Background: an optimization exercise with open tools, aiming at small area and a short achievable clock period. Do not read the settings as production practice.
Function was checked by simulation only, so behaviour that the tests miss may differ from the original.

==> inputs of v37 <==
==> flow/design.v (excerpt) <==
module skl_lane_fma (
    input  wire        clk,
    input  wire        rst,        
    input  wire        in_valid,
    input  wire [1:0]  op,         
    input  wire [31:0] a,
    input  wire [31:0] b,
    input  wire [31:0] c,
    output reg         out_valid,
    output wire [31:0] result
);
Settings: LEC_CHECK=0, CAP_MARGIN=20, CORE_MARGIN=2, CORE_UTILIZATION=55, PLACE_DENSITY=0.75, SETUP_SLACK_MARGIN=4.5, SLEW_MARGIN=20; clock period 9.0 ns.
run.sh (not shown) runs the stock make flow with config.mk's settings and CLKGATE_MAP_FILE= SYNTH_SCRIPT=/design/flow/synth_recipe.tcl, a recipe that flattens the netlist after the stock synthesis.
==> inputs of v26, as changes to v37 <==
Settings changed: CORE_UTILIZATION 55 to 40, PLACE_DENSITY 0.75 to 0.6.
==> summary of the runs <==
v37 produced a clean layout. v26 completed with no timing, DRC or antenna violations.
Of v26 and v37, v26 has the higher worst hold slack (gap 0.0050 ns).
Against v37, the sequential share of layout area of v26 is lower by 0.36 points.

* * *

==> v12: inputs <==
skl_lane_fma, a different RTL version from the one above (not shown whole).
clock: 9.0 ns
lec_check: 0
cap_margin: 20
core_margin: 2
core_utilization: 55
cts_cluster_diameter: 150
cts_cluster_size: 20
place_density: 0.75
setup_slack_margin: 5.0
slew_margin: 20
synth_hierarchical: 1
synth_minimum_keep_size: 0
standard.sh (not shown) runs the stock make flow with config.mk's settings and CLKGATE_MAP_FILE= SYNTH_SCRIPT=/design/flow/synth_recipe.tcl, a recipe that flattens the netlist after the stock synthesis.
==> flow/flow/run.sh <==
#!/bin/bash
# The standard layout (standard.sh, all steps through finish), with one change:
# buffer_ports gives every input and output port a sky130_fd_sc_hd__buf_2 instead of
# the delay-cell buffer it picks by default. The make output goes to flow_make.log;
# each ORFS step keeps its own log under orfs/logs/.
set -euo pipefail
bash standard.sh "BUFFER_PORTS_ARGS=-buffer_cell sky130_fd_sc_hd__buf_2" finish > flow_make.log 2>&1
==> v23: changes against v12 <==
--- a/flow/design.v
+++ b/flow/design.v
@@ -12,12 +12,13 @@
     wire        s0_nan, s0_inf, s0_inf_sign, s0_zsign, s0_sub, s0_sp;
     wire        s0_pzero, s0_czero;
     wire [23:0] s0_ma, s0_mc;
     wire [11:0] s0_neg, s0_two;
     wire [12:0] s0_one;
     wire [11:0] s0_sh;
+    wire [10:0] s0_limp;
     wire [7:0]  s0_limc;
     generate if (1) begin : g_fma_s0
         wire  nan;
         assign s0_nan = nan;
         wire  inf;
         assign s0_inf = inf;
@@ -42,12 +43,14 @@
         reg [11:0] btwo;
         assign s0_two = btwo;
         reg [12:0] bone;
         assign s0_one = bone;
         wire [11:0] sh;
         assign s0_sh = sh;
+        wire [10:0] lim_p;
+        assign s0_limp = lim_p;
         wire [7:0] lim_c;
         assign s0_limc = lim_c;
         wire [31:0] xa = a;
         wire [31:0] xb = op[1] ? 32'h3F800000 : b;      
         wire [31:0] xc = (op == 2'd1) ? 32'h80000000 :   
                          (op == 2'd3) ? {~c[31], c[30:0]} : c;
@@ -94,21 +97,27 @@
         wire [11:0] k1 = 12'hF9D;                      
         wire [11:0] u1 = x1 ^ x2 ^ x3;
         wire [11:0] v1 = {(x1[10:0] & x2[10:0]) | (x1[10:0] & x3[10:0]) | (x2[10:0] & x3[10:0]), 1'b0};
         wire [11:0] u2 = u1 ^ v1 ^ k1;
         wire [11:0] v2 = {(u1[10:0] & v1[10:0]) | (u1[10:0] & k1[10:0]) | (v1[10:0] & k1[10:0]), 1'b0};
         assign sh = u2 + v2;
+        wire [10:0] y1 = {3'd0, Ea}, y2 = {3'd0, Eb};
+        wire [10:0] k2 = 11'h79B;                      
+        wire [10:0] w1 = y1 ^ y2 ^ k2;
+        wire [10:0] z1 = {(y1[9:0] & y2[9:0]) | (y1[9:0] & k2[9:0]) | (y2[9:0] & k2[9:0]), 1'b0};
+        assign lim_p = w1 + z1;
         assign lim_c = Ec - 8'd1;
     end endgenerate
     reg        r1_valid;
     reg        r1_nan, r1_inf, r1_inf_sign, r1_zsign, r1_sub, r1_sp;
     reg        r1_pzero, r1_czero;
     reg [23:0] r1_ma, r1_mc;
     reg [11:0] r1_neg, r1_two;
     reg [12:0] r1_one;
     reg [11:0] r1_sh;
+    reg [10:0] r1_limp;
     reg [7:0]  r1_limc;
     always @(posedge clk) begin
         if (rst) r1_valid <= 1'b0;
         else     r1_valid <= in_valid;
         r1_nan      <= s0_nan;
         r1_inf      <= s0_inf;
@@ -121,12 +130,13 @@
         r1_ma       <= s0_ma;
         r1_mc       <= s0_mc;
         r1_neg      <= s0_neg;
         r1_two      <= s0_two;
         r1_one      <= s0_one;
         r1_sh       <= s0_sh;
+        r1_limp     <= s0_limp;
         r1_limc     <= s0_limc;
     end
     wire [127:0] s1_v;
     wire [10:0] s1_lim;
     generate if (1) begin : g_fma_s1
         wire  sub = r1_sub;
@@ -135,12 +145,13 @@
         wire [23:0] ma = r1_ma;
         wire [23:0] mc = r1_mc;
         wire [11:0] neg = r1_neg;
         wire [11:0] two = r1_two;
         wire [12:0] one = r1_one;
         wire [11:0] sh = r1_sh;
+        wire [10:0] lim_p = r1_limp;
         wire [7:0] lim_c = r1_limc;
         wire [127:0] v;
         assign s1_v = v;
         wire [10:0] lim;
         assign s1_lim = lim;
         wire [25:0] ax = {1'b0, ma, 1'b0};              
@@ -176,13 +187,12 @@
         assign pp10 = {g_pp[10].g_b[24].pb, g_pp[10].g_b[23].pb, g_pp[10].g_b[22].pb, g_pp[10].g_b[21].pb, g_pp[10].g_b[20].pb, g_pp[10].g_b[19].pb, g_pp[10].g_b[18].pb, g_pp[10].g_b[17].pb, g_pp[10].g_b[16].pb, g_pp[10].g_b[15].pb, g_pp[10].g_b[14].pb, g_pp[10].g_b[13].pb, g_pp[10].g_b[12].pb, g_pp[10].g_b[11].pb, g_pp[10].g_b[10].pb, g_pp[10].g_b[9].pb, g_pp[10].g_b[8].pb, g_pp[10].g_b[7].pb, g_pp[10].g_b[6].pb, g_pp[10].g_b[5].pb, g_pp[10].g_b[4].pb, g_pp[10].g_b[3].pb, g_pp[10].g_b[2].pb, g_pp[10].g_b[1].pb, g_pp[10].g_b[0].pb};
         assign pp11 = {g_pp[11].g_b[24].pb, g_pp[11].g_b[23].pb, g_pp[11].g_b[22].pb, g_pp[11].g_b[21].pb, g_pp[11].g_b[20].pb, g_pp[11].g_b[19].pb, g_pp[11].g_b[18].pb, g_pp[11].g_b[17].pb, g_pp[11].g_b[16].pb, g_pp[11].g_b[15].pb, g_pp[11].g_b[14].pb, g_pp[11].g_b[13].pb, g_pp[11].g_b[12].pb, g_pp[11].g_b[11].pb, g_pp[11].g_b[10].pb, g_pp[11].g_b[9].pb, g_pp[11].g_b[8].pb, g_pp[11].g_b[7].pb, g_pp[11].g_b[6].pb, g_pp[11].g_b[5].pb, g_pp[11].g_b[4].pb, g_pp[11].g_b[3].pb, g_pp[11].g_b[2].pb, g_pp[11].g_b[1].pb, g_pp[11].g_b[0].pb};
         wire        sh_neg = sh[11];
         wire        sh_big = ~sh_neg & |sh[10:7];
         wire        anchor = p_zero | (~c_zero & sh_neg);
         wire [6:0]  shc = (sh_big ? 7'h7F : sh[6:0]) & {7{~(anchor | sh_neg)}};
-        wire [10:0] lim_p = sh[10:0] + {3'd0, lim_c};
         assign lim = anchor ? {3'd0, lim_c} : lim_p;
         wire [76:0] csh = {mc, 53'd0} >> shc;
         reg  [23:0] jmask;
         integer ji;
         always @(*)
             for (ji = 0; ji < 24; ji = ji + 1)
@@ -1852,17 +1862,18 @@
         wire        xneg = pg_p0[77] ^ Gp[76];           
         wire        neg  = sub & xneg;
         wire        inc  = sub & ~xneg;                 
         wire [76:0] cin  = {Gp[75:0] | (Pp[75:0] & {76{inc}}), inc};
         wire [76:0] mg   = pg_p0[76:0] ^ cin ^ {77{neg}};
         assign sign = sp ^ neg;
+        wire [77:0] zr = ~(ra | rb);
         wire [78:0] tn = {1'b0, pg_p0};                
-        wire [77:0] tm = {pg_p0[76:0], 1'b0};          
-        wire [77:0] am = {ra[76:0], 1'b0};             
-        wire [77:0] fx = ra ^ am;
-        wire [77:0] fa = ~pg_p0 & (tm | (fx ^ tn[78:1]));
+        wire [77:0] gm = {pg_g0[76:0], 1'b0};          
+        wire [77:0] zm = {zr[76:0], 1'b1};             
+        wire [77:0] fa = (tn[78:1] & ((pg_g0 & ~zm) | (zr & ~gm)))
+                       | (~tn[78:1] & ((zr & ~zm) | (pg_g0 & ~gm)));
         reg  [76:0] lmark;
         integer li;
         always @(*)
             for (li = 0; li < 77; li = li + 1)
                 lmark[li] = (lim == 76 - li);
         wire [76:0] lzin = {fa[77] | fa[76], fa[75:0]} | lmark;
@@ -2207,14 +2218,8 @@
 endmodule
 module fma_s4 (
     input  wire        sign, rnd,
     input  wire [30:0] pk,
     output wire [31:0] result
 );
-    wire [30:0] q0 = {pk[29:0], rnd};
-    wire [30:0] q1 = q0 & {q0[29:0], 1'b1};
-    wire [30:0] q2 = q1 & {q1[28:0], 2'b11};
-    wire [30:0] q3 = q2 & {q2[26:0], 4'hF};
-    wire [30:0] q4 = q3 & {q3[22:0], 8'hFF};
-    wire [30:0] cy = q4 & {q4[14:0], 16'hFFFF};
-    assign result = {sign, pk ^ cy};
+    assign result = {sign, pk + {30'd0, rnd}};
 endmodule
==> flow/run.sh (new file) <==
#!/bin/bash
# synth_recipe.tcl (not shown) runs the flow's synth.tcl, then flattens the netlist and writes it again
# the make line also repeats each setting of config.mk as NAME=value (left out here)
make -C /OpenROAD-flow-scripts/flow DESIGN_CONFIG=/design/flow/config.mk WORK_HOME=/design/flow/orfs CLKGATE_MAP_FILE= SYNTH_SCRIPT=/design/flow/synth_recipe.tcl finish
Settings changed: CTS_CLUSTER_DIAMETER 150 to not set, CTS_CLUSTER_SIZE 20 to not set.
removed: flow/flow/run.sh
removed: flow/standard.sh
==> qor summary <==
metric                                                                    v12         v23
Share of the synthesized area in the top cell type                      20.2%       20.0%
Final-layout non-clock buffer area share                                6.74%       8.00%
# H-tree levels                                                             1           2
Fraction of the core area covered by cells at the end of the flow       62.2%       64.4%
Result of the run                            no timing/DRC/antenna violations  no timing/DRC/antenna violations
Launching element type of the critical path                        input port        flop
GR Util met3                                                            7.32%       7.74%
Final clock-cell share                                                  1.35%       3.22%
Fraction of standard cell area in multi-input logic                     69.4%       65.9%
Data required time of the worst path                                  9.53 ns     9.51 ns
Horizontal extent of the die                                           270 µm      275 µm
Number of clock sinks                                                     393         404
Number of cells traversed by the worst register-to-register path           10           9
Number of signal-net buffers in the layout                                303         316
Met2 routed wirelength                                               60400 µm    63000 µm
Insertion delay to the later sink of the worst-skew pair              0.60 ns     0.64 ns
Share of post-route cells with drive strength above 1                   15.6%       13.7%
Number of buffers created by CTS                                           23          45
Part of the Yosys area used for sequential elements                     20.2%       20.0%
Fraction of met2 tracks used by global routing                          55.8%       54.6%
Vertical die dimension                                                 270 µm      275 µm
Tap cell instance count                                                   940         959
Post-route minimum period                                             4.31 ns     4.18 ns
Total die area                                                      72900 µm²   75800 µm²
Detailed Routing Iterations Pass 1                                          6           9

[what the ideal ports hide]
In the flow no input, the clock included, has a driving cell. The finished layouts below were timed again as built, in two steps.
Step 1 assumes that a clkbuf_16 drives the clock port and a buf_2 every other input.
Step 2 also shifts input and output timing later by t, the mid clock arrival at the registers, as if the neighbouring blocks saw the same clock.
Slacks: ideal / step 1 / step 2; pairs: ideal / step 1.
| run | shift t [ns] | slack for setup (ns) | worst register clock-pin slew, ns |
|---|---|---|---|
| v37 | 0.676 | 4.221 / 4.221 / 3.932 | 0.07 / 0.07 |
| v26 | 0.684 | 4.157 / 4.157 / 3.901 | 0.07 / 0.07 |
| v12 | 0.655 | 4.689 / 4.610 / 3.956 | 0.10 / 0.10 |
| v23 | 0.690 | 4.817 / 4.789 / 4.099 | 0.08 / 0.08 |
After both steps setup and hold are still met in every run listed. For v12, which loses most, drivers alone change the setup slack by -0.079 ns; drivers and shift together by -0.733 ns.
